Background: an optimization exercise with open tools, aiming at small area. Do not read the settings as production practice. Where RTL was checked, it was by simulation tests only, not by an equivalence proof against the original. Function not checked in runs 1 to 3, 5 and 6: the RTL went through the layout flow alone.

==> flow/flow/run.sh <==
#!/bin/bash
# Layout flow: the standard ORFS flow (standard.sh) with two changes:
#  - synthesis maps logic with an area-oriented ABC script (flow/abc_area.script)
#    instead of ORFS's delay-oriented one; everything else in the synthesis
#    script (synth_recipe.tcl, hence the registers) is unchanged;
#  - every input and output port still gets a buffer, a buf_1 instead of the
#    clkdlybuf4s50_1 that buffer_ports picks by default;
#  - clock tree synthesis clusters up to 20 flip-flops (60 um across) per
#    clkbuf_8 and inserts no dummy loads.
# Each tool writes its full log under orfs/logs/ (ORFS), and this script's
# own output goes to flow_run.log.
set -euo pipefail
W=$(pwd)
exec > >(tee -a "$W/flow_run.log") 2>&1

{
  echo 'proc abc {args} {'
  echo '  set i [lsearch -exact $args -script]'
  echo "  if {\$i >= 0} { lset args [expr {\$i + 1}] $W/flow/abc_area.script }"
  echo '  yosys abc {*}$args'
  echo '}'
  cat "$W/synth_recipe.tcl"
} > "$W/synth_area.tcl"

sed -e "s#SYNTH_SCRIPT=[^ ]*#SYNTH_SCRIPT=$W/synth_area.tcl BUFFER_PORTS_ARGS='-buffer_cell sky130_fd_sc_hd__buf_1' CTS_ARGS='-sink_clustering_enable -repair_clock_nets -dont_use_dummy_load -sink_clustering_size 20 -sink_clustering_max_diameter 60 -buf_list {sky130_fd_sc_hd__clkbuf_8}'#" \
    "$W/standard.sh" > "$W/standard_area.sh"
grep -n 'make ' "$W/standard_area.sh"
bash "$W/standard_area.sh" > "$W/standard_area.log" 2>&1
echo "flow done"
==> flow/flow/abc_area.script <==
strash
dch -f
amap
==> flow/standard.sh <==
#!/bin/bash
# synth_recipe.tcl (not shown) runs the flow's synth.tcl, then flattens the netlist and writes it again
# the make line also repeats each setting of config.mk as NAME=value (left out here)
make -C /OpenROAD-flow-scripts/flow DESIGN_CONFIG=/design/flow/config.mk WORK_HOME=/design/flow/orfs CLKGATE_MAP_FILE= SYNTH_SCRIPT=/design/flow/synth_recipe.tcl "${@:-finish}"
==> flow/config.mk <==
export PLATFORM = sky130hd
export DESIGN_NAME = graft_core
export DESIGN_NICKNAME = graft_core
export VERILOG_FILES = /design/flow/design.v
export SDC_FILE = /design/flow/constraint.sdc
export NUM_CORES = 8
export LEC_CHECK = 0
export CAP_MARGIN = 20
export CORE_MARGIN = 2
export CORE_UTILIZATION = 40
export GPL_ROUTABILITY_DRIVEN = 1
export PLACE_DENSITY_LB_ADDON = 0.1
export SLEW_MARGIN = 20
==> flow/constraint.sdc <==
create_clock -name core_clock -period 9.0 [get_ports {clk}]
set_input_delay 1.8000 -clock core_clock [delete_from_list [all_inputs] [get_ports {clk}]]
set_output_delay 1.8000 -clock core_clock [all_outputs]
set_load 0.01 [all_outputs]
==> flow/design.v <==
module aes_sbox (
    input  wire [7:0] a,
    output wire [7:0] y
);
  wire U0=a[7],U1=a[6],U2=a[5],U3=a[4],U4=a[3],U5=a[2],U6=a[1],U7=a[0];
  wire T1=U0^U3, T2=U0^U5, T3=U0^U6, T4=U3^U5, T5=U4^U6, T6=T1^T5, T7=U1^U2, T8=U7^T6;
  wire T9=U7^T7, T10=T6^T7, T11=U1^U5, T12=U2^U5, T13=T3^T4, T14=T6^T11, T15=T5^T11;
  wire T16=T5^T12, T17=T9^T16, T18=U3^U7, T19=T7^T18, T20=T1^T19, T21=U6^U7, T22=T7^T21;
  wire T23=T2^T22, T24=T2^T10, T25=T20^T17, T26=T3^T16, T27=T1^T12;
  wire M1=T13&T6, M2=T23&T8, M3=T14^M1, M4=T19&U7, M5=M4^M1, M6=T3&T16, M7=T22&T9;
  wire M8=T26^M6, M9=T20&T17, M10=M9^M6, M11=T1&T15, M12=T4&T27, M13=M12^M11;
  wire M14=T2&T10, M15=M14^M11, M16=M3^M2, M17=M5^T24, M18=M8^M7, M19=M10^M15;
  wire M20=M16^M13, M21=M17^M15, M22=M18^M13, M23=M19^T25, M24=M22^M23, M25=M22&M20;
  wire M26=M21^M25, M27=M20^M21, M28=M23^M25, M29=M28&M27, M30=M26&M24, M31=M20&M23;
  wire M32=M27&M31, M33=M27^M25, M34=M21&M22, M35=M24&M34, M36=M24^M25, M37=M21^M29;
  wire M38=M32^M33, M39=M23^M30, M40=M35^M36, M41=M38^M40, M42=M37^M39, M43=M37^M38;
  wire M44=M39^M40, M45=M42^M41, M46=M44&T6, M47=M40&T8, M48=M39&U7, M49=M43&T16;
  wire M50=M38&T9, M51=M37&T17, M52=M42&T15, M53=M45&T27, M54=M41&T10, M55=M44&T13;
  wire M56=M40&T23, M57=M39&T19, M58=M43&T3, M59=M38&T22, M60=M37&T20, M61=M42&T1;
  wire M62=M45&T4, M63=M41&T2;
  wire L0=M61^M62, L1=M50^M56, L2=M46^M48, L3=M47^M55, L4=M54^M58, L5=M49^M61;
  wire L6=M62^L5, L7=M46^L3, L8=M51^M59, L9=M52^M53, L10=M53^L4, L11=M60^L2;
  wire L12=M48^M51, L13=M50^L0, L14=M52^M61, L15=M55^L1, L16=M56^L0, L17=M57^L1;
  wire L18=M58^L8, L19=M63^L4, L20=L0^L1, L21=L1^L7, L22=L3^L12, L23=L18^L2;
  wire L24=L15^L9, L25=L6^L10, L26=L7^L9, L27=L8^L10, L28=L11^L14, L29=L11^L17;
  assign y[7]=L6^L24; assign y[6]=~(L16^L26); assign y[5]=~(L19^L28); assign y[4]=L6^L21;
  assign y[3]=L20^L22; assign y[2]=L25^L29; assign y[1]=~(L13^L27); assign y[0]=~(L6^L23);
endmodule
module graft_core (
    input  wire         clk,
    input  wire         rst,             
    input  wire         start,           
    input  wire         op,              
    input  wire         erase,           
    input  wire [255:0] root_key,
    input  wire         root_256,        
    input  wire [7:0]   kind,
    input  wire [63:0]  eui,
    input  wire [7:0]   epoch_rec,       
    input  wire [1:0]   epoch_sc,        
    input  wire         epoch_resolve,   
    output wire         busy,
    output wire         done,
    output wire         nokey,
    output wire [127:0] key_out
);
  function [7:0] xtime;
    input [7:0] b;
    xtime = {b[6:0], 1'b0} ^ (b[7] ? 8'h1b : 8'h00);
  endfunction
  function [6:0] slot_flags;
    input [4:0] r;
    input       k256;
    reg   [4:0] r0;
    begin
      r0 = k256 ? 5'd0 : 5'd4;
      slot_flags = {r >= r0 && r <= 5'd14,
                    r == r0,
                    r == 5'd14,
                    r == r0,
                    k256 && r == 5'd1,
                    !k256 || !r[0],
                    r == 5'd19};
    end
  endfunction
  reg         busy_r;
  reg         done_r;
  reg         op_r;
  reg         nokey_pend;   
  reg         k1_valid;
  reg         klen;         
  reg [4:0]   oh;           
  reg [4:0]   rd;           
  reg         f_aes, f_first, f_last, f_plo, f_phi, f_rot, f_fin;
  reg [39:0]  row0;         
  reg [31:0]  row1;
  reg [31:0]  row2;
  reg [31:0]  row3;
  reg [319:0] kreg;         
  reg [127:0] k1r;          
  reg [1:0]   kph;          
  reg [3:0]   ksel;         
  assign busy  = busy_r;
  assign done  = done_r;
  assign nokey = nokey_pend;
  wire ph0    = oh[0];
  wire ccyc   = f_aes && !ph0;                 
  wire finish = busy_r && f_fin && ph0;        
  wire accept = start && !busy_r;
  wire [31:0] kw0 = kreg[31:0];
  wire [31:0] kw5 = kreg[191:160];
  wire [31:0] kw8 = kreg[287:256];
  wire [31:0] kw9 = kreg[319:288];      
  wire [3:0] ridx = klen ? {1'b0, rd[4:1]} : rd[3:0] - 4'd4;
  reg  [7:0] rcon;
  always @(*) begin
    case (ridx)
      4'd1:    rcon = 8'h01;
      4'd2:    rcon = 8'h02;
      4'd3:    rcon = 8'h04;
      4'd4:    rcon = 8'h08;
      4'd5:    rcon = 8'h10;
      4'd6:    rcon = 8'h20;
      4'd7:    rcon = 8'h40;
      4'd8:    rcon = 8'h80;
      4'd9:    rcon = 8'h1b;
      4'd10:   rcon = 8'h36;
      default: rcon = 8'h00;
    endcase
  end
  wire [3:0] plo = {4{f_plo}} & oh[3:0];
  wire [3:0] phi = {4{f_phi}} & oh[3:0];
  wire [31:0] pword = ({32{plo[0]}} & root_key[255:224]) | ({32{plo[1]}} & root_key[223:192]) |
                      ({32{plo[2]}} & root_key[191:160]) | ({32{plo[3]}} & root_key[159:128]) |
                      ({32{phi[0]}} & root_key[127:96])  | ({32{phi[1]}} & root_key[95:64]) |
                      ({32{phi[2]}} & root_key[63:32])   | ({32{phi[3]}} & root_key[31:0]);
  wire        portw = f_plo || f_phi;
  wire [31:0] diag  = {row0[7:0], row1[7:0], row2[7:0], row3[7:0]};
  wire [31:0] sb_in = ({32{ph0 &&  f_rot}} & {kw8[23:0], kw8[31:24]}) |
                      ({32{ph0 && !f_rot}} & kw8) |
                      ({32{!ph0}} & diag);
  wire [31:0] sb_out;
  genvar gi;
  generate
    for (gi = 0; gi < 4; gi = gi + 1) begin : g_sbox
      aes_sbox u_sbox (.a(sb_in[8*gi +: 8]), .y(sb_out[8*gi +: 8]));
    end
  endgenerate
  wire [31:0] kf    = ph0 ? (sb_out ^ {f_rot ? rcon : 8'h00, 24'd0}) : kw9;
  wire [31:0] khead = klen ? kw0 : kw5;
  wire [31:0] kin   = pword | ((khead ^ kf) & {32{!portw}});
  wire        lwr  = busy_r && !op_r && f_last && !ph0;        
  wire [31:0] lw_k = ({32{ksel[0]}} & k1r[31:0])  | ({32{ksel[1]}} & k1r[63:32]) |
                     ({32{ksel[2]}} & k1r[95:64]) | ({32{ksel[3]}} & k1r[127:96]);
  wire        ln31 = (ksel[3] & k1r[31]) | (ksel[0] & k1r[63]) |   
                     (ksel[1] & k1r[95]) | (ksel[2] & k1r[127]);
  wire        l3   = oh[4];                                     
  wire [31:0] k1w  = {lw_k[30:0], ln31} ^ {24'd0, l3 & ln31, 4'd0, l3 & ln31, l3 & ln31, 1'b0};
  wire [7:0]  a0 = sb_out[31:24], a1 = sb_out[23:16], a2 = sb_out[15:8], a3 = sb_out[7:0];
  wire [7:0]  p01 = a0 ^ a1, p12 = a1 ^ a2, p23 = a2 ^ a3, p30 = a3 ^ a0;
  wire [7:0]  tt = p01 ^ p23;
  wire [31:0] u = {tt ^ xtime(p01), tt ^ xtime(p12), tt ^ xtime(p23), tt ^ xtime(p30)};
  wire [31:0] col = f_first ? diag ^ k1w ^ kw9 : (sb_out ^ kw9) ^ (u & {32{!f_last}});
  wire [1:0] ep_d    = epoch_sc - epoch_rec[1:0];
  wire [7:0] ep_full = !epoch_resolve ? epoch_rec :
                       (ep_d == 2'd3) ? epoch_rec - 8'd1 :
                                        epoch_rec + {6'd0, ep_d};
  wire [127:0] msg  = {8'h01, 8'h59, 8'h4c, kind, 8'h00, eui, ep_full, 8'h00, 8'h80};
  wire [127:0] init = (op && !busy_r) ? msg : 128'd0;
  wire         load = accept || (finish && nokey_pend);
  function [7:0] bsel;
    input [127:0] x;
    input integer c;
    input integer r;
    bsel = x[127 - 8*(4*c + r) -: 8];
  endfunction
  wire [39:0] init0 = {bsel(init, 3, 0), bsel(init, 2, 0), bsel(init, 1, 0), bsel(init, 0, 0), 8'd0};
  wire [31:0] init1 = {bsel(init, 2, 1), bsel(init, 1, 1), bsel(init, 0, 1), bsel(init, 3, 1)};
  wire [31:0] init2 = {bsel(init, 1, 2), bsel(init, 0, 2), bsel(init, 3, 2), bsel(init, 2, 2)};
  wire [31:0] init3 = {bsel(init, 0, 3), bsel(init, 3, 3), bsel(init, 2, 3), bsel(init, 1, 3)};
  assign key_out = {row0[7:0],   row1[31:24], row2[23:16], row3[15:8],
                    row0[15:8],  row1[7:0],   row2[31:24], row3[23:16],
                    row0[23:16], row1[15:8],  row2[7:0],   row3[31:24],
                    row0[31:24], row1[23:16], row2[15:8],  row3[7:0]};
  always @(posedge clk) begin
    kreg <= {kin, kreg[319:32]};
    k1r  <= {lwr ? col : k1r[31:0], k1r[127:32]};
    kph  <= (lwr && oh[1]) ? 2'd1 : kph + 2'd1;
    if (ccyc) begin
      row0 <= {col[31:24], row0[39:8]};
      row1 <= {col[23:16], row1[31:8]};
      row2 <= {col[15:8],  row2[31:8]};
      row3 <= {col[7:0],   row3[31:8]};
    end else if (load) begin
      row0 <= init0;
      row1 <= init1;
      row2 <= init2;
      row3 <= init3;
    end else begin
      row0 <= {row0[7:0],  row0[39:8]};
      row1 <= {row1[7:0],  row1[31:8]};
      row2 <= {row2[15:0], row2[31:16]};
      row3 <= {row3[23:0], row3[31:24]};
    end
  end
  always @(posedge clk) begin
    if (busy_r && !rst && !erase) begin
      oh <= {oh[3:0], oh[4]};
      if (oh[4]) begin
        rd <= rd + 5'd1;
        {f_aes, f_first, f_last, f_plo, f_phi, f_rot, f_fin} <= slot_flags(rd + 5'd1, klen);
      end
    end else begin
      oh <= 5'b00001;
      rd <= 5'd0;
      {f_aes, f_first, f_last, f_plo, f_phi, f_rot, f_fin} <= slot_flags(5'd0, root_256);
    end
    if (accept) begin
      op_r       <= op;
      klen       <= root_256;
      nokey_pend <= op && !k1_valid;
      ksel       <= op ? 4'd1 << (2'd2 - kph) : 4'd0;
    end
    if (rst || erase) begin
      busy_r   <= 1'b0;
      done_r   <= 1'b0;
      k1_valid <= 1'b0;
    end else begin
      done_r <= finish;
      if (accept)
        busy_r <= 1'b1;
      else if (finish) begin
        busy_r <= 1'b0;
        if (!op_r)
          k1_valid <= 1'b1;
      end
    end
  end
endmodule
==> out/results.ini, run 1 <==
[run_status]
status=finished clean

[clocking]
root_buffer=clkbuf_8
cts_buffers=45
ctsHoldBuffers=0
htreeDepth=2
insertion_delay_ns=0.68
cts_tree=done
clkTransAtPathRegs_ns=0.11
cts_max_path_buffers=3
clock_sinks=612

[critical_path]
path_max_fanout=32
slowest_delay_ns=0.47
crit_family=compound AO/OA/AOI/OAI gates
r2r_end=k1r[116]
critical-path-slowest-cell=o32a_2
ff2ff_path_depth=42
path_common_cell=clkinv_1
r2r_slack_ns=0.55
path_buf_inv=14
crit_path_end_kind=flip-flop
crit_path_start=f_rot
start_kind=flip-flop
path_class=flip-flop to flip-flop
cp.required_ns=9.50
reg2reg_from=f_rot
arrival_ns=8.95

[routing]
drcViolationCount=0
ant_nets=0
highest_layer=met4
routed_via_density=5.62
met1_length_um=46800
vias=24109
first_pass_iters=8
routed-wl-met2_um=43300
wl_met3_um=6420
totalWireLength_um=98600
drt_iter0_markers=2283
avgRoutedWirePerCell_um=23.0

[sta]
period_share_pct=93.9
relSlewSlack_pct=27.7
clock.fmax_mhz=118
finalHoldViolCount=0
fin_crit_ns=8.45
rsz0062_at_grt=yes
worst_slew_pin_slew_ns=1.08
setup_viol=0
finalMaxSlewViolations=0
fin_ws_ns=0.547
worst_clock_skew_ns=0.100
setup_tns_ns=0

[flow_run]
drv_cap=0

[logic_synthesis]
ys_seq_area_share_pct=49.8
synth_cells=2839
synthFlopType=dfxtp_1
ys_ff_latch=612
yosysWarnings=1
synth_nets=3211
ys_types=46
syn-cell-area_um2=24800
avgSynthCellArea_um2=8.73
synth_edf_count=9
ys_async_sr_fraction_pct=0

[placement]
dp_cells=4234
gp_congestion=0.939
place_ws_ns=0.137
hpwl_um=76700
io_buffers=475

[hold_path]
min_path_type=flip-flop to flip-flop
hold_depth=0
holdPathEnd=kreg[65]
hp-start=kreg[97]

[final_layout]
final_cells=4287
final_nets=3867
fill_cells=6027
area_delta_synth_final_pct=19.4
utilization_pct=48.1
drive_gt1_share_pct=8.42

[grt]
grt_pass1_vias=22190
track_usage_pct=29.6
grt_max_degree=75
grt_antenna_before_repair=0
grt_pass1_wl_um=142000
grt-ovfl-total=0

[die]
dieArea_um2=63900
die_y_um=253
ios=476
row_count=91
die_width_um=253
initial_core_util_pct=40.3
core-area_um2=61500

==> logic make-up after synthesis <==
group / count (synthesis) / share of synthesized area (%)
and+or+nand+nor: 740 / 13.1
DFF: 612 / 49.8
adders and majority gates: 27 / 1.39
AOI/OAI and AO/OA: 1063 / 28.7
xor gates and xnor gates: 23 / 0.813
buffers and inverters: 374 / 6.15
==> stage by stage <==
step           hold slack (ns)  instance area [um^2]
5_1_grt                  0.284                 29600
3_3_place_gp             0.310                 28600
6_report                 0.283                 29600
2_1_floorplan            0.310                 24800
4_1_cts                  0.284                 29200
3_5_place_dp             0.312                 28600
==> final cells by class <==
cell class                      instances  area, um^2  share of cell area (%)
Sequential cell                       612       12300                    41.7
Multi-Input combinational cell       1853       11300                    38.1
Timing Repair Buffer                  642        3060                    10.4
Inverter                              341        1280                    4.34
Tap cell                              790         988                    3.34
Clock buffer                           45         619                    2.09
Antenna cell                            4        10.0                  0.0338
==> sequential cells by signal (all words and copies together), names as in the netlist, 2 cells and up <==
signal	cells
rd	5
kph	2
kreg	320
row1	32
oh	5
row2	32
row3	32
k1r	128
row0	40
ksel	4
==> cell usage after synthesis (2+ instances only) <==
cell type	count	area share [%]
o41ai_1	2	0.071
o22ai_1	290	7.3
nand3_1	5	0.10
nand4b_1	3	0.11
o32ai_1	8	0.28
edfxtp_1	9	1.1
o21ai_0	217	4.4
nand4_1	2	0.050
nor4_1	2	0.050
a21oi_1	183	3.7
xor2_1	11	0.39
a22o_1	57	2.0
o311ai_0	20	0.71
dfxtp_1	603	49
xnor2_1	12	0.42
clkinv_1	341	5.2
and3_1	21	0.53
a211oi_1	26	0.79
a221oi_1	54	1.9
ha_1	26	1.3
o32a_1	24	0.97
and2_0	26	0.66
o2111ai_1	7	0.25
a221o_1	2	0.081
o22a_1	5	0.18
buf_4	32	0.97
o221ai_1	16	0.57
a2111oi_0	20	0.71
nor3_1	6	0.12
nand2_1	219	3.3
o21a_1	4	0.12
nand2b_1	3	0.076
o31ai_1	3	0.091
nor2b_1	115	2.9
nor2_1	330	5.0
a22oi_1	45	1.4
or2_0	7	0.18
a222oi_1	75	3.0
==> cells in the final DEF, fill, tap and decap left out, types with 8 or more instances in the layout <==
cell       netlist  final
a211oi_2         0     10
a22o_1          57     57
edfxtp_1         9      9
nor2_1         330    322
o32a_1          24     23
buf_4           32    165
dfxtp_1        603    601
a2111oi_0       20     20
o22ai_1        290    264
xnor2_1         12     12
a222oi_1        75     75
a22oi_1         45     45
ha_1            26     26
nor2b_1        115    112
o21ai_0        217    194
inv_2            0     11
o21ai_1          0     22
o221ai_1        16     14
buf_1            1    475
clkinv_1       341    329
a21oi_2          0     11
nand2_1        219    218
a211oi_1        26     16
and2_0          26     26
a221oi_1        54     54
a21oi_1        183    172
clkbuf_8         0     45
o22ai_2          0     25
xor2_1          11     10
o32ai_1          8      8
o311ai_0        20     20
and3_1          21     21
==> metal layers <==
metal,vias to the layer above,global-route usage [%]
met1,11287,43.3
li1,11716,-
met4,0,6.51
met2,990,46.5
met5,-,0
met3,116,3.69
==> repair_timing <==
item	in CTS	in global routing
resized for setup	0	91
endpoints found under the setup margin	0	64
endpoints found under the hold margin	0	0
buffers inserted	0	4
==> worst max-delay path by stage <==
stage / to / cells after the start
3_3_place_gp: k1r[103] / 40
4_1_cts: row0[36] / 39
3_5_place_dp: row1[30] / 37
2_1_floorplan: k1r[127] / 36
6_report: k1r[116] / 42
5_1_grt: k1r[116] / 42
==> run 2, diff against run 1 <==
==> flow/flow/abc_area.script (replaced) <==
strash
dch -f
amap
strash
dch -f
amap
==> out/results.ini, run 2 <==
[run_status]
status=finished clean

[final_layout]
area_delta_synth_final_pct=20.0
final_nets=3805  ; -1.6%
layout_commonest_cell=dfxtp_1
utilization_pct=48.5  ; +0.44 points
regMostFlops=kreg
finalInstanceArea_um2=29300  ; -0.93%
reg_top3=kreg: 320 flops, k1r: 128 flops, row0: 40 flops
drive_gt1_share_pct=8.92  ; +0.50 points
final_cell_mix=601 x dfxtp_1, 475 x buf_1, 352 x nor2_1, 297 x clkinv_1, 246 x o22ai_1
final_cells=4216  ; -1.7%
largest_register_ffs=320  ; unchanged

[sta]
period_share_pct=93.8  ; -0.11 points
fin_crit_ns=8.44  ; -0.00967 ns
finalHoldViolCount=0  ; unchanged
setup_viol=0  ; unchanged
timing.hold.ws_ns=0.262  ; -0.0212 ns
clock.fmax_mhz=118  ; +0.11%
relSlewSlack_pct=23.5  ; -4.2 points
worst_clock_skew_ns=0.0837  ; -0.0164 ns
fin_ws_ns=0.557  ; +0.00967 ns
finalMaxSlewViolations=0  ; unchanged
setup_tns_ns=0  ; unchanged
worst_slew_pin_slew_ns=1.14  ; +0.0624 ns

[grt]
grt_antenna_before_repair=4  ; +4
grt_pass1_vias=21918  ; -1.2%
grt_util_met3_pct=3.18  ; -0.51 points
use_met2_pct=44.6  ; -1.9 points
grt-ovfl-total=0  ; unchanged
grt-busiest-layer=met2
grt_max_degree=79  ; +5.3%
use_met1_pct=42.7  ; -0.56 points
grt_pass1_wl_um=139000  ; -2.6%
track_usage_pct=29.1  ; -0.50 points

[routing]
drcViolationCount=0  ; unchanged
first_pass_iters=7  ; -1
drt_iter0_markers=2378  ; +4.2%
totalWireLength_um=96000  ; -2.6%
routed_via_density=5.63  ; +0.19%
vias=23754  ; -1.5%
ant_nets=0  ; unchanged
avgRoutedWirePerCell_um=22.8  ; -1.0%

[logic_synthesis]
synth_edf_count=9  ; unchanged
synth_top_area_share_pct=49.4  ; +0.69 points
synth_most_common_cell=dfxtp_1
ys_seq_area_share_pct=50.5  ; +0.71 points
synthTopCellsByCount=603 x dfxtp_1, 360 x nor2_1, 314 x clkinv_1
synthTopCellsByArea=dfxtp_1 49%, o22ai_1 7.0%, nor2_1 5.5%
avgSynthCellArea_um2=8.82  ; +1.1%
synth_cells=2768  ; -2.5%
ys_types=48  ; +4.3%
yosysWarnings=1  ; unchanged
syn-cell-area_um2=24400  ; -1.4%
synth_nets=3140  ; -2.2%
yosys.area.top_type=dfxtp_1
synthFlopType=dfxtp_1
ys_async_sr_fraction_pct=0  ; unchanged
ys_ff_latch=612  ; unchanged

[placement]
place_ws_ns=-0.402  ; -0.539 ns
dpl_cell_area_um2=28000  ; -2.0%
hpwl_um=74200  ; -3.3%
io_buffers=475  ; unchanged
gp_congestion=0.976  ; +3.9%
dp_cells=4127  ; -2.5%

[critical_path]
crit_family=compound AO/OA/AOI/OAI gates
path_common_cell=clkinv_1
path_class=flip-flop to flip-flop
path_max_fanout=21  ; -34%
path_buf_inv=12  ; -2
slowest_delay_ns=0.55  ; +0.08 ns
start_kind=flip-flop
critical-path-slowest-cell=o21ai_0
crit_path_end_kind=flip-flop
cp.required_ns=9.54  ; +0.04 ns
arrival_ns=8.99  ; +0.04 ns

[clocking]
clock_sinks=612  ; unchanged
ctsHoldBuffers=0  ; unchanged
cts_buffers=45  ; unchanged
root_buffer=clkbuf_8
htreeDepth=2  ; unchanged
cts_max_path_buffers=3  ; unchanged
cts_tree=done
clkTransAtPathRegs_ns=0.12  ; about the same
insertion_delay_ns=0.69  ; about the same

[die]
die_width_um=251  ; -0.69%
ios=476  ; unchanged
row_count=90  ; -1.1%
dieArea_um2=63100  ; -1.4%
initial_core_util_pct=40.5  ; +0.18 points
die_y_um=251  ; -0.69%
core-area_um2=60400  ; -1.8%

[hold_path]
min_path_type=flip-flop to flip-flop

[flow_run]
drv_cap=0  ; unchanged

-- run 2: cell count changes in the layout (fill, tap and decap cells not counted), moves of 24 or more --
cell | previous run | this run
nor2b_1 | 112 | 68
a21oi_1 | 172 | 208
nor2_1 | 322 | 352
clkinv_1 | 329 | 297
nand2_1 | 218 | 183
o21ai_0 | 194 | 170
a22o_1 | 57 | 87
-- run 2: path summary, 6_finish.rpt --
path | cells after the start | slack [ns] | startpoint | endpoint
max | 40 | 0.56 | oh[0] | k1r[115]
min | 0 | 0.26 | k1r[46] | k1r[14]
max reg2reg | 40 | 0.56 | oh[0] | k1r[115]
min reg2reg | 0 | 0.26 | k1r[46] | k1r[14]
-- run 2: routing by layer --
metal	wire length, um	part of all wire [%]
met5	0	0
met4	3170	3.3
met3	6400	6.7
met2	41300	43
met1	45100	47
-- run 2: cell type report --
type,instances,area (um^2)
fillers,5970,31100
inverters,314,1180
well taps,782,978
flip-flops and latches,612,12300
diodes,3,7.51
multi-input cells,1809,11000
clock buffers,45,619
repair buffers,651,3120
-- run 2: what timing repair did --
item                       4_1_cts  5_1_grt
pin swaps                        7       24
setup endpoints to repair       44       67
gates resized for setup          6       83
setup buffers                    6       34
-- run 2: cells by family after synthesis --
| logic type | after synthesis | share of synthesized area, % |
|---|---|---|
| DFF | 612 | 50.5 |
| xor gates and xnor gates | 14 | 0.502 |
| AOI/OAI and AO/OA | 1086 | 29.9 |
| buffers and inverters | 347 | 5.82 |
| adders and majority gates | 27 | 1.41 |
| and+or+nand+nor | 682 | 11.9 |
==> run 3, diff against run 2 <==
--- a/flow/flow/run.sh
+++ b/flow/flow/run.sh
@@ -22,7 +22,7 @@
   cat "$W/synth_recipe.tcl"
 } > "$W/synth_area.tcl"
 
-sed -e "s#SYNTH_SCRIPT=[^ ]*#SYNTH_SCRIPT=$W/synth_area.tcl BUFFER_PORTS_ARGS='-buffer_cell sky130_fd_sc_hd__buf_1' CTS_ARGS='-sink_clustering_enable -repair_clock_nets -dont_use_dummy_load -sink_clustering_size 20 -sink_clustering_max_diameter 60 -buf_list {sky130_fd_sc_hd__clkbuf_8}'#" \
+sed -e "s#SYNTH_SCRIPT=[^ ]*#SYNTH_SCRIPT=$W/synth_area.tcl BUFFER_PORTS_ARGS='-buffer_cell sky130_fd_sc_hd__buf_1' GPL_KEEP_OVERFLOW='0' CTS_ARGS='-sink_clustering_enable -repair_clock_nets -dont_use_dummy_load -sink_clustering_size 20 -sink_clustering_max_diameter 60 -buf_list {sky130_fd_sc_hd__clkbuf_8}'#" \
     "$W/standard.sh" > "$W/standard_area.sh"
 grep -n 'make ' "$W/standard_area.sh"
 bash "$W/standard_area.sh" > "$W/standard_area.log" 2>&1
==> flow/flow/abc_area.script (replaced) <==
strash
dch -f
amap
==> out/results.ini, run 3 <==
[run_status]
status=finished clean

[sta]
clock.fmax_mhz=115  ; -2.9%
worst_slew_pin_slew_ns=1.25  ; +0.101 ns
period_share_pct=96.6  ; +2.8 points
fin_crit_ns=8.69  ; +0.251 ns
finalMaxSlewViolations=0  ; unchanged
finalHoldViolCount=0  ; unchanged
relSlewSlack_pct=16.8  ; -6.7 points
setup_viol=0  ; unchanged
worst_clock_skew_ns=0.0834  ; -0.000277 ns
fin_ws_ns=0.306  ; -0.251 ns

[grt]
grt-busiest-layer=met2
track_usage_pct=29.0  ; -0.066 points
use_met2_pct=45.7  ; +1.1 points
use_met1_pct=41.2  ; -1.5 points
grt_util_met3_pct=3.71  ; +0.53 points
grt_antenna_before_repair=2  ; -2
grt_pass1_vias=22087  ; +0.77%
grt_max_degree=77  ; -2.5%
grt_pass1_wl_um=140000  ; +0.72%
grt-ovfl-total=0  ; unchanged

[clocking]
root_buffer=clkbuf_8
htreeDepth=2  ; unchanged
insertion_delay_ns=0.67  ; -0.02 ns
clkTransAtPathRegs_ns=0.11  ; about the same
cts_tree=done
clock_sinks=612  ; unchanged
cts_max_path_buffers=3  ; unchanged
ctsHoldBuffers=0  ; unchanged
cts_buffers=42  ; -6.7%

[die]
ios=476  ; unchanged
core-area_um2=61500  ; +1.9%
dieArea_um2=63900  ; +1.4%
die_width_um=253  ; +0.70%
initial_core_util_pct=40.3  ; -0.18 points
row_count=91  ; +1.1%
die_y_um=253  ; +0.70%

[logic_synthesis]
synthTopCellsByArea=dfxtp_1 49%, o22ai_1 7.3%, clkinv_1 5.2%
synth_most_common_cell=dfxtp_1
ys_types=46  ; -4.2%
ys_seq_area_share_pct=49.8  ; -0.71 points
synth_nets=3211  ; +2.3%
ys_ff_latch=612  ; unchanged
yosys.area.top_type=dfxtp_1
avgSynthCellArea_um2=8.73  ; -1.1%
synth_top_area_share_pct=48.7  ; -0.69 points
synthTopCellsByCount=603 x dfxtp_1, 341 x clkinv_1, 330 x nor2_1
syn-cell-area_um2=24800  ; +1.4%
synth_cells=2839  ; +2.6%
ys_async_sr_fraction_pct=0  ; unchanged
synth_edf_count=9  ; unchanged
synthFlopType=dfxtp_1
yosysWarnings=1  ; unchanged

[final_layout]
area_delta_synth_final_pct=21.3
layout_commonest_cell=dfxtp_1
final_nets=3794  ; -0.29%
final_cell_mix=601 x dfxtp_1, 475 x buf_1, 322 x nor2_1, 298 x clkinv_1, 222 x o22ai_1
regMostFlops=kreg
drive_gt1_share_pct=10.0  ; +1.1 points
utilization_pct=48.9  ; +0.34 points
finalInstanceArea_um2=30100  ; +2.6%
final_cells=4213  ; -0.071%
largest_register_ffs=320  ; unchanged
reg_top3=kreg: 320 flops, k1r: 128 flops, row0: 40 flops

[placement]
dpl_cell_area_um2=27800  ; -0.71%
io_buffers=475  ; unchanged
dp_cells=4100  ; -0.65%
place_ws_ns=-3.41  ; -3.01 ns
gp_congestion=0.888  ; -9.0%
hpwl_um=74300  ; about the same

[critical_path]
crit_family=compound AO/OA/AOI/OAI gates
path_max_fanout=9  ; -57%
arrival_ns=9.19  ; +0.20 ns
cp.required_ns=9.49  ; -0.05 ns
critical-path-slowest-cell=a222oi_1
path_class=flip-flop to flip-flop
slowest_delay_ns=0.68  ; +0.13 ns
path_common_cell=clkinv_1
crit_path_end_kind=flip-flop
start_kind=flip-flop
path_buf_inv=11  ; -1

[routing]
ant_nets=0  ; unchanged
first_pass_iters=9  ; +2
drt_iter0_markers=2726  ; +15%
drcViolationCount=0  ; unchanged
vias=24236  ; +2.0%
routed_via_density=5.75  ; +2.1%
totalWireLength_um=97700  ; +1.8%
avgRoutedWirePerCell_um=23.2  ; +1.9%

[hold_path]
min_path_type=flip-flop to flip-flop

[flow_run]
drv_cap=0  ; unchanged

==> run 3: cell types whose count changed after synthesis, moves of 29 or more <==
cell / previous run / this run
nand2_1: 183 / 219
a22o_1: 87 / 57
o21ai_0: 188 / 217
a21oi_1: 225 / 183
nor2b_1: 71 / 115
nor2_1: 360 / 330
==> run 3: worst paths after layout <==
check	cells after the start	from	to	slack (ns)
min reg2reg	0	kreg[95]	kreg[63]	0.29
max	37	f_rot	row0[39]	0.31
min	0	kreg[95]	kreg[63]	0.29
max reg2reg	37	f_rot	row0[39]	0.31
==> run 3: kinds of logic (layout without fill, tap and decap cells) <==
| kind of cell | after synthesis | count (layout) | synth area share (%) |
|---|---|---|---|
| flops | 612 | 612 | 49.8 |
| buf+inv | 374 | 949 | 6.15 |
| xor+xnor | 23 | 23 | 0.813 |
| other cells | 0 | 3 | 0 |
| compound gates | 1063 | 1063 | 28.7 |
| fa+ha+maj | 27 | 27 | 1.39 |
| simple gates | 740 | 746 | 13.1 |
==> run 3: worst reg2reg max path: cells and delay by family (launching register included) <==
| family | cells | cell delay [ns] |
|---|---|---|
| buffers and inverters | 11 | 1.90 |
| AOI/OAI and AO/OA | 17 | 4.54 |
| adders and majority gates | 1 | 0.31 |
| DFF | 1 | 0.57 |
| and+or+nand+nor | 8 | 1.27 |
==> run 3: area by class of cell <==
type	instances	area, um^2
Fill cell	6015	31400
Sequential cell	612	12300
Multi-Input combinational cell	1859	12000
Timing Repair Buffer	565	2740
Inverter	341	1340
Tap cell	790	988
Clock buffer	42	578
Timing Repair inverter	1	11.3
Antenna cell	3	7.51
==> run 3: layer usage <==
layer,vias to the layer above,part of all wire (%)
met2,1091,44
met3,172,7.2
met4,0,3.3
li1,11569,-
met1,11404,46
met5,-,0
==> run 3: stage by stage <==
stage	hold WS (ns)	TNS (ns)
finish	0.294	0
global route	0.282	-10.62
CTS	0.292	-0.0620
detailed placement	0.312	-191.74
global placement	0.310	-482.10
floorplan	0.310	0
==> run 3: what timing repair did <==
item,in CTS,in global routing
pin swaps,28,25
resized for setup,85,186
gates cloned,5,2
endpoints found under the setup margin,95,64
setup buffers,34,27
==> run 4, diff against run 3 <==
--- a/flow/design.v
+++ b/flow/design.v
@@ -135,12 +135,14 @@
   wire        ln31 = (ksel[3] & k1r[31]) | (ksel[0] & k1r[63]) |   
                      (ksel[1] & k1r[95]) | (ksel[2] & k1r[127]);
   wire        l3   = oh[4];                                     
-  wire [31:0] k1w  = {lw_k[30:0], ln31} ^ {24'd0, l3 & ln31, 4'd0, l3 & ln31, l3 & ln31, 1'b0};
+  wire [31:0] k1d  = {lw_k[30:0], ln31} ^ {24'd0, l3 & ln31, 4'd0, l3 & ln31, l3 & ln31, 1'b0};
+  wire [31:0] k1w  = k1d & {32{op_r}};
   wire [7:0]  a0 = sb_out[31:24], a1 = sb_out[23:16], a2 = sb_out[15:8], a3 = sb_out[7:0];
   wire [7:0]  p01 = a0 ^ a1, p12 = a1 ^ a2, p23 = a2 ^ a3, p30 = a3 ^ a0;
   wire [7:0]  tt = p01 ^ p23;
   wire [31:0] u = {tt ^ xtime(p01), tt ^ xtime(p12), tt ^ xtime(p23), tt ^ xtime(p30)};
-  wire [31:0] col = f_first ? diag ^ k1w ^ kw9 : (sb_out ^ kw9) ^ (u & {32{!f_last}});
+  wire [31:0] pre = f_first ? diag ^ k1w : sb_out ^ (u & {32{!f_last}});
+  wire [31:0] col = pre ^ kw9;
   wire [1:0] ep_d    = epoch_sc - epoch_rec[1:0];
   wire [7:0] ep_full = !epoch_resolve ? epoch_rec :
                        (ep_d == 2'd3) ? epoch_rec - 8'd1 :
@@ -166,16 +168,16 @@
     kreg <= {kin, kreg[319:32]};
     k1r  <= {lwr ? col : k1r[31:0], k1r[127:32]};
     kph  <= (lwr && oh[1]) ? 2'd1 : kph + 2'd1;
-    if (ccyc) begin
+    if (load) begin
+      row0 <= init0;
+      row1 <= init1;
+      row2 <= init2;
+      row3 <= init3;
+    end else if (ccyc) begin
       row0 <= {col[31:24], row0[39:8]};
       row1 <= {col[23:16], row1[31:8]};
       row2 <= {col[15:8],  row2[31:8]};
       row3 <= {col[7:0],   row3[31:8]};
-    end else if (load) begin
-      row0 <= init0;
-      row1 <= init1;
-      row2 <= init2;
-      row3 <= init3;
     end else begin
       row0 <= {row0[7:0],  row0[39:8]};
       row1 <= {row1[7:0],  row1[31:8]};
@@ -184,7 +186,7 @@
     end
   end
   always @(posedge clk) begin
-    if (busy_r && !rst && !erase) begin
+    if (busy_r) begin
       oh <= {oh[3:0], oh[4]};
       if (oh[4]) begin
         rd <= rd + 5'd1;
@@ -199,7 +201,7 @@
       op_r       <= op;
       klen       <= root_256;
       nokey_pend <= op && !k1_valid;
-      ksel       <= op ? 4'd1 << (2'd2 - kph) : 4'd0;
+      ksel       <= 4'd1 << (2'd2 - kph);
     end
     if (rst || erase) begin
       busy_r   <= 1'b0;
--- a/flow/flow/run.sh
+++ b/flow/flow/run.sh
@@ -22,7 +22,7 @@
   cat "$W/synth_recipe.tcl"
 } > "$W/synth_area.tcl"
 
-sed -e "s#SYNTH_SCRIPT=[^ ]*#SYNTH_SCRIPT=$W/synth_area.tcl BUFFER_PORTS_ARGS='-buffer_cell sky130_fd_sc_hd__buf_1' GPL_KEEP_OVERFLOW='0' CTS_ARGS='-sink_clustering_enable -repair_clock_nets -dont_use_dummy_load -sink_clustering_size 20 -sink_clustering_max_diameter 60 -buf_list {sky130_fd_sc_hd__clkbuf_8}'#" \
+sed -e "s#SYNTH_SCRIPT=[^ ]*#SYNTH_SCRIPT=$W/synth_area.tcl BUFFER_PORTS_ARGS='-buffer_cell sky130_fd_sc_hd__buf_1' CTS_ARGS='-sink_clustering_enable -repair_clock_nets -dont_use_dummy_load -sink_clustering_size 20 -sink_clustering_max_diameter 60 -buf_list {sky130_fd_sc_hd__clkbuf_8}'#" \
     "$W/standard.sh" > "$W/standard_area.sh"
 grep -n 'make ' "$W/standard_area.sh"
 bash "$W/standard_area.sh" > "$W/standard_area.log" 2>&1
==> out/results.ini, run 4 <==
[run_status]
status=finished clean

[logic_synthesis]
yosys.area.top_type=dfxtp_1
synth_top_area_share_pct=49.1  ; +0.34 points
ys_ff_latch=612  ; unchanged
synth_most_common_cell=dfxtp_1
synthTopCellsByArea=dfxtp_1 49%, o22ai_1 6.8%, o21ai_0 5.8%
syn-cell-area_um2=24600  ; -0.70%
ys_types=45  ; -2.2%
synth_edf_count=9  ; unchanged
ys_seq_area_share_pct=50.2  ; +0.35 points
synthTopCellsByCount=603 x dfxtp_1, 363 x nor2_1, 357 x nand2_1
synth_nets=3297  ; +2.7%
ys_async_sr_fraction_pct=0  ; unchanged
synthFlopType=dfxtp_1
yosysWarnings=1  ; unchanged
avgSynthCellArea_um2=8.41  ; -3.6%
synth_cells=2925  ; +3.0%

[final_layout]
reg_top3=kreg: 320 flops, k1r: 128 flops, row0: 40 flops
final_nets=4011  ; +5.7%
layout_commonest_cell=dfxtp_1
regMostFlops=kreg
largest_register_ffs=320  ; unchanged
drive_gt1_share_pct=10.7  ; +0.70 points
area_delta_synth_final_pct=22.0
final_cell_mix=601 x dfxtp_1, 475 x buf_1, 356 x nand2_1, 351 x nor2_1, 246 x clkinv_1

[die]
die_y_um=252  ; -0.34%
die_width_um=252  ; -0.34%
dieArea_um2=63500  ; -0.69%
core-area_um2=60600  ; -1.5%
initial_core_util_pct=40.6  ; +0.31 points
row_count=90  ; -1.1%
ios=476  ; unchanged

[grt]
grt-ovfl-total=0  ; unchanged
track_usage_pct=29.4  ; +0.33 points
grt_pass1_vias=22711  ; +2.8%
grt_pass1_wl_um=141000  ; +1.2%
grt_max_degree=90  ; +17%
grt_antenna_before_repair=2  ; unchanged

[sta]
fin_crit_ns=8.44  ; -0.257 ns
relSlewSlack_pct=28.7  ; +12 points
finalMaxSlewViolations=0  ; unchanged
period_share_pct=93.7  ; -2.9 points
worst_slew_pin_slew_ns=1.06  ; -0.186 ns
worst_clock_skew_ns=0.0994  ; +0.0160 ns
finalHoldViolCount=0  ; unchanged
setup_viol=0  ; unchanged
setup_tns_ns=0  ; unchanged
clock.fmax_mhz=119  ; +3.1%

[critical_path]
cp.required_ns=9.48  ; about the same
path_max_fanout=27  ; +18
start_kind=flip-flop
critical-path-slowest-cell=a222oi_1
path_class=flip-flop to flip-flop
crit_family=compound AO/OA/AOI/OAI gates
path_common_cell=clkinv_1
arrival_ns=8.92  ; -0.27 ns
slowest_delay_ns=0.83  ; +0.15 ns
crit_path_end_kind=flip-flop
path_buf_inv=14  ; +3

[routing]
first_pass_iters=9  ; unchanged
ant_nets=0  ; unchanged
vias=24631  ; +1.6%
drt_iter0_markers=2384  ; -13%
totalWireLength_um=97200  ; -0.55%
drcViolationCount=0  ; unchanged
routed_via_density=5.57  ; -3.2%
avgRoutedWirePerCell_um=22.0  ; -5.2%

[clocking]
insertion_delay_ns=0.69  ; +0.02 ns
clock_sinks=612  ; unchanged
clkTransAtPathRegs_ns=0.12  ; about the same
htreeDepth=2  ; unchanged
root_buffer=clkbuf_8
cts_tree=done
cts_max_path_buffers=3  ; unchanged
cts_buffers=46  ; +9.5%
ctsHoldBuffers=0  ; unchanged

[hold_path]
min_path_type=flip-flop to flip-flop

[placement]
gp_congestion=0.961  ; +8.2%
hpwl_um=75400  ; +1.5%
io_buffers=475  ; unchanged

[flow_run]
drv_cap=0  ; unchanged

[run 4: through the flow]
stage | cell area [um^2] | util (%) | setup slack (ns) | std cells | hold slack, ns
after floorplan | 24600 | - | 0.00422 | 2925 | 0.310
after global placement | 28700 | 47.4 | -0.447 | 4351 | 0.310
after detailed placement | 28700 | 47.4 | -0.610 | 4351 | 0.312
after CTS | 29400 | 48.5 | -0.0223 | 4400 | 0.269
after global routing | 30000 | 49.5 | -0.117 | 4420 | 0.265
final | 30000 | 49.5 | 0.563 | 4421 | 0.265
[run 4: area by class of cell]
cell class / instances / area, um^2
diodes: 2 / 5.00
clock buffers: 46 / 633
fillers: 6012 / 30600
inverters: 262 / 990
multi-input cells: 2018 / 11600
flip-flops and latches: 612 / 12300
well taps: 782 / 978
repair buffers: 699 / 3480
[run 4: kinds of logic after synthesis]
| family | after synthesis | share of synthesized area, % |
|---|---|---|
| adders and majority gates | 27 | 1.40 |
| and+or+nand+nor | 869 | 14.7 |
| DFF | 612 | 50.2 |
| AOI/OAI and AO/OA | 1094 | 27.7 |
| buffers and inverters | 295 | 4.99 |
| xor gates and xnor gates | 28 | 0.997 |
[run 4: worst paths after layout]
kind,from,slack [ns],cells past startpoint,to
setup / recovery,f_rot,0.56,45,row2[29]
hold / removal,kreg[236],0.27,0,kreg[204]
setup reg to reg,f_rot,0.56,45,row2[29]
hold reg to reg,kreg[236],0.27,0,kreg[204]
[run 4: metal layers]
metal / vias to the layer above / track usage [%] / routed length [um]
li1: 11994 / - / -
met1: 11399 / 42.4 / 44700
met2: 1076 / 45.2 / 41900
met3: 162 / 4.20 / 7460
met4: 0 / 9.13 / 3130
met5: - / 0 / 0
[run 4: what timing repair did]
item / 4_1_cts / 5_1_grt
gates resized for setup: 21 / 136
pin swaps: 3 / 17
endpoints found under the setup margin: 36 / 64
setup buffers: 3 / 19
hold endpoints to repair: 0 / 0
==> run 5, diff against run 4 <==
--- a/flow/design.v
+++ b/flow/design.v
@@ -48,7 +48,7 @@
     input [7:0] b;
     xtime = {b[6:0], 1'b0} ^ (b[7] ? 8'h1b : 8'h00);
   endfunction
-  function [6:0] slot_flags;
+  function [7:0] slot_flags;
     input [4:0] r;
     input       k256;
     reg   [4:0] r0;
@@ -57,6 +57,7 @@
       slot_flags = {r >= r0 && r <= 5'd14,
                     r == r0,
                     r == 5'd14,
+                    r > r0 && r < 5'd14,
                     r == r0,
                     k256 && r == 5'd1,
                     !k256 || !r[0],
@@ -71,7 +72,7 @@
   reg         klen;         
   reg [4:0]   oh;           
   reg [4:0]   rd;           
-  reg         f_aes, f_first, f_last, f_plo, f_phi, f_rot, f_fin;
+  reg         f_aes, f_first, f_last, f_mc, f_plo, f_phi, f_rot, f_fin;
   reg [39:0]  row0;         
   reg [31:0]  row1;
   reg [31:0]  row2;
@@ -135,14 +136,13 @@
   wire        ln31 = (ksel[3] & k1r[31]) | (ksel[0] & k1r[63]) |   
                      (ksel[1] & k1r[95]) | (ksel[2] & k1r[127]);
   wire        l3   = oh[4];                                     
-  wire [31:0] k1d  = {lw_k[30:0], ln31} ^ {24'd0, l3 & ln31, 4'd0, l3 & ln31, l3 & ln31, 1'b0};
-  wire [31:0] k1w  = k1d & {32{op_r}};
+  wire [31:0] k1w  = {lw_k[30:0], ln31} ^ {24'd0, l3 & ln31, 4'd0, l3 & ln31, l3 & ln31, 1'b0};
   wire [7:0]  a0 = sb_out[31:24], a1 = sb_out[23:16], a2 = sb_out[15:8], a3 = sb_out[7:0];
-  wire [7:0]  p01 = a0 ^ a1, p12 = a1 ^ a2, p23 = a2 ^ a3, p30 = a3 ^ a0;
+  wire [7:0]  p01 = a0 ^ a1, p12 = a1 ^ a2, p23 = a2 ^ a3;
   wire [7:0]  tt = p01 ^ p23;
-  wire [31:0] u = {tt ^ xtime(p01), tt ^ xtime(p12), tt ^ xtime(p23), tt ^ xtime(p30)};
-  wire [31:0] pre = f_first ? diag ^ k1w : sb_out ^ (u & {32{!f_last}});
-  wire [31:0] col = pre ^ kw9;
+  wire [7:0]  u0 = tt ^ xtime(p01), u1 = tt ^ xtime(p12), xt = xtime(tt);
+  wire [31:0] u = {u0, u1, u0 ^ xt, u1 ^ xt};
+  wire [31:0] col = (f_first ? diag ^ k1w : sb_out) ^ kw9 ^ (u & {32{f_mc}});
   wire [1:0] ep_d    = epoch_sc - epoch_rec[1:0];
   wire [7:0] ep_full = !epoch_resolve ? epoch_rec :
                        (ep_d == 2'd3) ? epoch_rec - 8'd1 :
@@ -168,16 +168,16 @@
     kreg <= {kin, kreg[319:32]};
     k1r  <= {lwr ? col : k1r[31:0], k1r[127:32]};
     kph  <= (lwr && oh[1]) ? 2'd1 : kph + 2'd1;
-    if (load) begin
+    if (ccyc) begin
+      row0 <= {col[31:24], row0[39:8]};
+      row1 <= {col[23:16], row1[31:8]};
+      row2 <= {col[15:8],  row2[31:8]};
+      row3 <= {col[7:0],   row3[31:8]};
+    end else if (load) begin
       row0 <= init0;
       row1 <= init1;
       row2 <= init2;
       row3 <= init3;
-    end else if (ccyc) begin
-      row0 <= {col[31:24], row0[39:8]};
-      row1 <= {col[23:16], row1[31:8]};
-      row2 <= {col[15:8],  row2[31:8]};
-      row3 <= {col[7:0],   row3[31:8]};
     end else begin
       row0 <= {row0[7:0],  row0[39:8]};
       row1 <= {row1[7:0],  row1[31:8]};
@@ -186,22 +186,22 @@
     end
   end
   always @(posedge clk) begin
-    if (busy_r) begin
+    if (busy_r && !rst && !erase) begin
       oh <= {oh[3:0], oh[4]};
       if (oh[4]) begin
         rd <= rd + 5'd1;
-        {f_aes, f_first, f_last, f_plo, f_phi, f_rot, f_fin} <= slot_flags(rd + 5'd1, klen);
+        {f_aes, f_first, f_last, f_mc, f_plo, f_phi, f_rot, f_fin} <= slot_flags(rd + 5'd1, klen);
       end
     end else begin
       oh <= 5'b00001;
       rd <= 5'd0;
-      {f_aes, f_first, f_last, f_plo, f_phi, f_rot, f_fin} <= slot_flags(5'd0, root_256);
+      {f_aes, f_first, f_last, f_mc, f_plo, f_phi, f_rot, f_fin} <= slot_flags(5'd0, root_256);
     end
     if (accept) begin
       op_r       <= op;
       klen       <= root_256;
       nokey_pend <= op && !k1_valid;
-      ksel       <= 4'd1 << (2'd2 - kph);
+      ksel       <= op ? 4'd1 << (2'd2 - kph) : 4'd0;
     end
     if (rst || erase) begin
       busy_r   <= 1'b0;
==> flow/flow/abc_area.script (replaced) <==
strash
dch -f
amap
strash
dch -f
amap
==> out/results.ini, run 5 <==
[logic_synthesis]
avgSynthCellArea_um2=8.85  ; +5.3%
synthTopCellsByArea=dfxtp_1 51%, o22ai_1 6.7%, nor2_1 6.4%
ys_seq_area_share_pct=51.8  ; +1.6 points
synth_edf_count=10  ; +1
ys_types=45  ; unchanged
synth_cells=2698  ; -7.8%
synth_top_area_share_pct=50.5  ; +1.5 points
synth_nets=3070  ; -6.9%
ys_ff_latch=613  ; +0.16%
yosysWarnings=1  ; unchanged
ys_async_sr_fraction_pct=0  ; unchanged
yosys.area.top_type=dfxtp_1
synthTopCellsByCount=603 x dfxtp_1, 406 x nor2_1, 262 x clkinv_1
synth_most_common_cell=dfxtp_1
synthFlopType=dfxtp_1
syn-cell-area_um2=23900  ; -2.9%

[die]
row_count=89  ; -1.1%
die_y_um=248  ; -1.4%
dieArea_um2=61700  ; -2.9%
die_width_um=248  ; -1.4%
core-area_um2=59000  ; -2.6%
initial_core_util_pct=40.5  ; -0.14 points
ios=476  ; unchanged

[final_layout]
regMostFlops=kreg
final_nets=3750  ; -6.5%
area_delta_synth_final_pct=20.8
final_cell_mix=601 x dfxtp_1, 475 x buf_1, 396 x nor2_1, 247 x clkinv_1, 234 x a21oi_1
layout_commonest_cell=dfxtp_1
final_cells=4150  ; -6.1%
drive_gt1_share_pct=9.72  ; -0.98 points
reg_top3=kreg: 320 flops, k1r: 128 flops, row0: 40 flops
fill_cells=5752  ; -4.3%
largest_register_ffs=320  ; unchanged
finalInstanceArea_um2=28900  ; -3.8%

[sta]
fin_ws_ns=0.653  ; +0.0896 ns
finalMaxSlewViolations=0  ; unchanged
worst_clock_skew_ns=0.0978  ; -0.00165 ns
worst_slew_pin_slew_ns=1.11  ; +0.0526 ns
setup_viol=0  ; unchanged
period_share_pct=92.7  ; -1.0 points
fin_crit_ns=8.35  ; -0.0896 ns
relSlewSlack_pct=25.7  ; -3.0 points
clock.fmax_mhz=120  ; +1.1%
finalHoldViolCount=0  ; unchanged
timing.hold.ws_ns=0.224  ; -0.0418 ns

[placement]
place_ws_ns=-0.147  ; +0.463 ns
gp_congestion=0.955  ; -0.59%
dpl_cell_area_um2=27800  ; -3.3%
hpwl_um=72100  ; -4.4%
io_buffers=475  ; unchanged
dp_cells=4081  ; -6.2%

[critical_path]
cp.required_ns=9.49  ; about the same
critical-path-slowest-cell=dfxtp_2
arrival_ns=8.84  ; -0.08 ns
crit_path_end_kind=flip-flop
reg2reg_from=oh[0]
crit_path_start=oh[0]
path_class=flip-flop to flip-flop
path_max_fanout=22  ; -19%
slowest_delay_ns=0.36  ; -0.47 ns
path_common_cell=clkinv_1
start_kind=flip-flop

[routing]
vias=23290  ; -5.4%
totalWireLength_um=93000  ; -4.3%
drcViolationCount=0  ; unchanged
drt_iter0_markers=2326  ; -2.4%
avgRoutedWirePerCell_um=22.4  ; +2.0%
ant_nets=0  ; unchanged
first_pass_iters=9  ; unchanged
routed_via_density=5.61  ; +0.73%

[flow_run]
drv_cap=0  ; unchanged

[clocking]
cts_buffers=43  ; -6.5%
clock_sinks=613  ; +0.16%
clkTransAtPathRegs_ns=0.11  ; about the same
ctsHoldBuffers=0  ; unchanged
root_buffer=clkbuf_8
htreeDepth=2  ; unchanged
cts_tree=done
insertion_delay_ns=0.67  ; -0.02 ns
cts_max_path_buffers=3  ; unchanged

[grt]
grt_pass1_vias=20754  ; -8.6%
use_met2_pct=43.8  ; -1.4 points
track_usage_pct=28.6  ; -0.76 points
grt_antenna_before_repair=2  ; unchanged
grt-ovfl-total=0  ; unchanged
grt_pass1_wl_um=132000  ; -6.9%
grt-busiest-layer=met2
use_met1_pct=42.7  ; +0.32 points
grt_util_met3_pct=3.62  ; -0.58 points
grt_max_degree=75  ; -17%

[hold_path]
min_path_type=flip-flop to flip-flop
hp-start=kreg[142]

[run_status]
status=finished clean

==> run 5: cell types whose count changed after synthesis, moves of 23 or more <==
cell	before	now
a222oi_1	59	99
nor2b_1	81	39
o21ai_0	283	184
nand2_1	357	183
nor2_1	363	406
a22o_1	34	84
xnor2_1	25	2
==> run 5: final timing paths <==
check | end | slack (ns) | depth (start not counted)
min | kreg[110] | 0.22 | 0
max reg2reg | row3[30] | 0.65 | 46
max | row3[30] | 0.65 | 46
min reg2reg | kreg[110] | 0.22 | 0
==> run 5: kinds of logic (layout without fill, tap and decap cells) <==
| group | count (synthesis) | after routing | share of synthesized area, % |
|---|---|---|---|
| buffers and inverters | 295 | 972 | 5.14 |
| DFF | 613 | 613 | 51.8 |
| AOI/OAI and AO/OA | 1068 | 1068 | 29.5 |
| adders and majority gates | 27 | 27 | 1.45 |
| and+or+nand+nor | 687 | 688 | 11.8 |
| other | 0 | 1 | 0 |
| xor gates and xnor gates | 8 | 8 | 0.293 |
==> run 5: routing by layer <==
metal,vias to the layer above,wire length (um)
met4,0,1800
met1,10905,44800
met3,104,5890
met5,-,0
met2,935,40500
li1,11346,-
==> run 5: per-stage QoR <==
| step | TNS [ns] | util, % |
|---|---|---|
| final | 0 | 48.9 |
| after global routing | -0.505 | 48.9 |
| after CTS | 0 | 48.0 |
| after detailed placement | -0.511 | 47.0 |
| after global placement | -0.427 | 47.0 |
| after floorplan | 0 | - |
==> run 5: critical path: cells and delay by family, from the launching register on <==
kind,cells,cell delay (ns)
adders and majority gates,1,0.22
and+or+nand+nor,9,1.19
AOI/OAI and AO/OA,20,3.90
DFF,1,0.36
buffers and inverters,16,2.51
==> run 5: final cells by class <==
type                            count  area, um^2  area share [%]
Sequential cell                   613       12400            42.9
Multi-Input combinational cell   1791       10700            37.1
Timing Repair Buffer              667        3240            11.2
Inverter                          262         988            3.42
Tap cell                          773         967            3.35
Clock buffer                       43         592            2.05
Antenna cell                        1        2.50         0.00867
==> run 5: what timing repair did <==
action,in CTS,in global routing
gates cloned,0,1
resized for setup,4,98
setup endpoints to repair,12,65
endpoints found under the hold margin,0,0
pin swaps,1,19
buffers inserted,1,23
==> run 6, diff against run 5 <==
--- a/flow/flow/run.sh
+++ b/flow/flow/run.sh
@@ -22,7 +22,7 @@
   cat "$W/synth_recipe.tcl"
 } > "$W/synth_area.tcl"
 
-sed -e "s#SYNTH_SCRIPT=[^ ]*#SYNTH_SCRIPT=$W/synth_area.tcl BUFFER_PORTS_ARGS='-buffer_cell sky130_fd_sc_hd__buf_1' CTS_ARGS='-sink_clustering_enable -repair_clock_nets -dont_use_dummy_load -sink_clustering_size 20 -sink_clustering_max_diameter 60 -buf_list {sky130_fd_sc_hd__clkbuf_8}'#" \
+sed -e "s#SYNTH_SCRIPT=[^ ]*#SYNTH_SCRIPT=$W/synth_area.tcl BUFFER_PORTS_ARGS='-buffer_cell sky130_fd_sc_hd__buf_1' CTS_ARGS='-sink_clustering_enable -repair_clock_nets -dont_use_dummy_load -sink_clustering_size 18 -sink_clustering_max_diameter 50 -buf_list {sky130_fd_sc_hd__clkbuf_8}'#" \
     "$W/standard.sh" > "$W/standard_area.sh"
 grep -n 'make ' "$W/standard_area.sh"
 bash "$W/standard_area.sh" > "$W/standard_area.log" 2>&1
==> out/results.ini, run 6 <==
[run_status]
status=finished clean

[critical_path]
crit_path_end_kind=flip-flop
r2r_slack_ns=0.64  ; about the same
critical-path-slowest-cell=o221ai_1
ff2ff_path_depth=46  ; unchanged
crit_path_start=oh[0]
cp.required_ns=9.50  ; about the same
crit_end=k1r[126]
r2r_end=k1r[126]
path_common_cell=clkinv_1
start_kind=flip-flop
slowest_delay_ns=0.36  ; about the same
arrival_ns=8.85  ; about the same
path_max_fanout=22  ; unchanged
reg2reg_from=oh[0]
path_class=flip-flop to flip-flop

[clocking]
cts_max_path_buffers=3  ; unchanged
htreeDepth=2  ; unchanged
cts_buffers=57  ; +33%
root_buffer=clkbuf_8
insertion_delay_ns=0.69  ; +0.02 ns
clkTransAtPathRegs_ns=0.10  ; about the same
clock_sinks=613  ; unchanged
cts_tree=done

[grt]
grt_pass1_vias=20901  ; +0.71%
grt-ovfl-total=0  ; unchanged
grt_antenna_before_repair=4  ; +2
track_usage_pct=28.8  ; +0.15 points
grt_max_degree=75  ; unchanged
grt_pass1_wl_um=132000  ; +0.47%

[placement]
dpl_cell_area_um2=27800  ; unchanged
hpwl_um=72100  ; unchanged
dp_cells=4081  ; unchanged
io_buffers=475  ; unchanged
gp_congestion=0.955  ; unchanged

[logic_synthesis]
synth_top_area_share_pct=50.5  ; unchanged
synth_nets=3070  ; unchanged
ys_ff_latch=613  ; unchanged
yosys.area.top_type=dfxtp_1
ys_async_sr_fraction_pct=0  ; unchanged
syn-cell-area_um2=23900  ; unchanged
avgSynthCellArea_um2=8.85  ; unchanged
yosysWarnings=1  ; unchanged
ys_seq_area_share_pct=51.8  ; unchanged
synth_most_common_cell=dfxtp_1
synth_edf_count=10  ; unchanged
synth_cells=2698  ; unchanged
synthTopCellsByCount=603 x dfxtp_1, 406 x nor2_1, 262 x clkinv_1
synthFlopType=dfxtp_1
synthTopCellsByArea=dfxtp_1 51%, o22ai_1 6.7%, nor2_1 6.4%
ys_types=45  ; unchanged

[sta]
worst_slew_pin_slew_ns=1.12  ; +0.0114 ns
period_share_pct=92.8  ; about the same
clock.fmax_mhz=120  ; about the same
setup_tns_ns=0  ; unchanged
finalMaxSlewViolations=0  ; unchanged
finalHoldViolCount=0  ; unchanged
setup_viol=0  ; unchanged
relSlewSlack_pct=24.9  ; -0.76 points
timing.hold.ws_ns=0.268  ; +0.0443 ns
worst_clock_skew_ns=0.0790  ; -0.0188 ns
fin_crit_ns=8.36  ; +0.00802 ns

[routing]
drcViolationCount=0  ; unchanged
totalWireLength_um=93300  ; +0.31%
routed_via_density=5.63  ; +0.25%
ant_nets=0  ; unchanged
first_pass_iters=6  ; -3
avgRoutedWirePerCell_um=22.4  ; about the same
drt_iter0_markers=2345  ; +0.82%
vias=23444  ; +0.66%

[die]
dieArea_um2=61700  ; unchanged
die_y_um=248  ; unchanged
core-area_um2=59000  ; unchanged
die_width_um=248  ; unchanged
row_count=89  ; unchanged
initial_core_util_pct=40.5  ; unchanged
ios=476  ; unchanged

[final_layout]
final_cell_mix=601 x dfxtp_1, 475 x buf_1, 396 x nor2_1, 249 x clkinv_1, 235 x a21oi_1
reg_top3=kreg: 320 flops, k1r: 128 flops, row0: 40 flops
layout_commonest_cell=dfxtp_1
regMostFlops=kreg
final_cells=4167  ; +0.41%
final_nets=3766  ; +0.43%
largest_register_ffs=320  ; unchanged
finalInstanceArea_um2=29100  ; +0.77%
fill_cells=5715  ; -0.64%
drive_gt1_share_pct=10.1  ; +0.37 points
area_delta_synth_final_pct=21.8

[hold_path]
hp-start=kreg[142]
min_path_type=flip-flop to flip-flop

[flow_run]
drv_cap=0  ; unchanged

run 6: cell count changes in the layout (fill, tap and decap cells not counted), moves of 2 or more:
| cell | delta |
|---|---|
| a21oi_2 | -2 |
| inv_2 | -2 |
| o22ai_1 | -3 |
| clkinv_1 | +2 |
| clkbuf_8 | +14 |
| buf_4 | +2 |
| o22ai_2 | +3 |
run 6: area by class of cell:
type / instances / area (um^2) / area share (%)
antenna: 2 / 5.00 / 0.0172
clock buffer: 57 / 785 / 2.70
inverter: 262 / 988 / 3.40
multi-input combinational: 1791 / 10700 / 36.8
sequential: 613 / 12400 / 42.5
tap: 773 / 967 / 3.33
timing repair buffer: 669 / 3260 / 11.2
run 6: what timing repair did:
item | 4_1_cts | 5_1_grt
pin swaps | 0 | 20
gates resized for setup | 3 | 97
buffers inserted | 0 | 26
hold buffers | 0 | 0
endpoints found under the hold margin | 0 | 0
endpoints found under the setup margin | 8 | 65
cloned | 0 | 1
run 6: logic make-up (layout without fill, tap and decap cells):
group	count (synthesis)	after routing	synth area share [%]
AOI/OAI and AO/OA	1068	1068	29.5
other	0	2	0
buffers and inverters	295	988	5.14
DFF	613	613	51.8
adders and majority gates	27	27	1.45
and+or+nand+nor	687	688	11.8
xor gates and xnor gates	8	8	0.293
run 6: critical path, delay by kind of cell (launching register included):
family / cells / cell delay, ns
AOI/OAI and AO/OA: 19 / 3.76
buffers and inverters: 18 / 2.80
and+or+nand+nor: 8 / 1.05
DFF: 1 / 0.35
adders and majority gates: 1 / 0.22
run 6: worst min path at each step:
stage                endpoint  slack (ns)  cells past startpoint
global route        kreg[110]        0.25                      0
global placement    kreg[172]        0.31                      0
finish              kreg[110]        0.27                      0
CTS                 kreg[110]        0.27                      0
detailed placement   kreg[62]        0.31                      0
floorplan             kreg[0]        0.31                      0
run 6: stage by stage:
| stage | utilization (%) | setup WS [ns] |
|---|---|---|
| floorplan | - | 0.264 |
| global placement | 47.0 | -0.229 |
| detailed placement | 47.0 | -0.147 |
| CTS | 48.4 | 0.0445 |
| global route | 49.3 | -0.0819 |
| finish | 49.3 | 0.645 |
run 6: metal layers:
layer | vias up | GRT usage [%] | share of wire, % | routed length (um)
met2 | 932 | 43.9 | 43 | 40200
met4 | 2 | 7.13 | 2.2 | 2060
met3 | 127 | 4.19 | 6.8 | 6330
li1 | 11393 | - | - | -
met1 | 10990 | 42.5 | 48 | 44700
met5 | - | 0 | 0.014 | 13

-- separate check: timing with driven ports --
The flow's constraints put no driver on any port. The routed layouts listed below were extracted and timed again, unchanged, in two steps. Step 1, drivers: a clkbuf_16 drives clk and a buf_2 each remaining input, both assumed. Step 2 moves the port delays by t, midway between the first and last clock arrival at a register: inputs arrive t later, outputs are due t later. That takes back most of the time a late clock gives input paths. Three values: ideal ports, drivers, drivers and shift; two values: the first two.
| run | shift t [ns] | slack for setup (ns) | hold WS [ns] |
|---|---|---|---|
| run 1 | 0.689 | 0.547 / 0.547 / 0.547 | 0.283 / 0.283 / 0.283 |
| run 2 | 0.686 | 0.557 / 0.557 / 0.557 | 0.262 / 0.262 / 0.262 |
| run 3 | 0.686 | 0.306 / 0.306 / 0.306 | 0.294 / 0.294 / 0.294 |
| run 4 | 0.706 | 0.563 / 0.563 / 0.563 | 0.265 / 0.265 / 0.265 |
| run 5 | 0.687 | 0.653 / 0.653 / 0.653 | 0.224 / 0.224 / 0.224 |
| run 6 | 0.711 | 0.645 / 0.645 / 0.645 | 0.268 / 0.268 / 0.268 |
After both steps setup and hold are still met in every run listed.
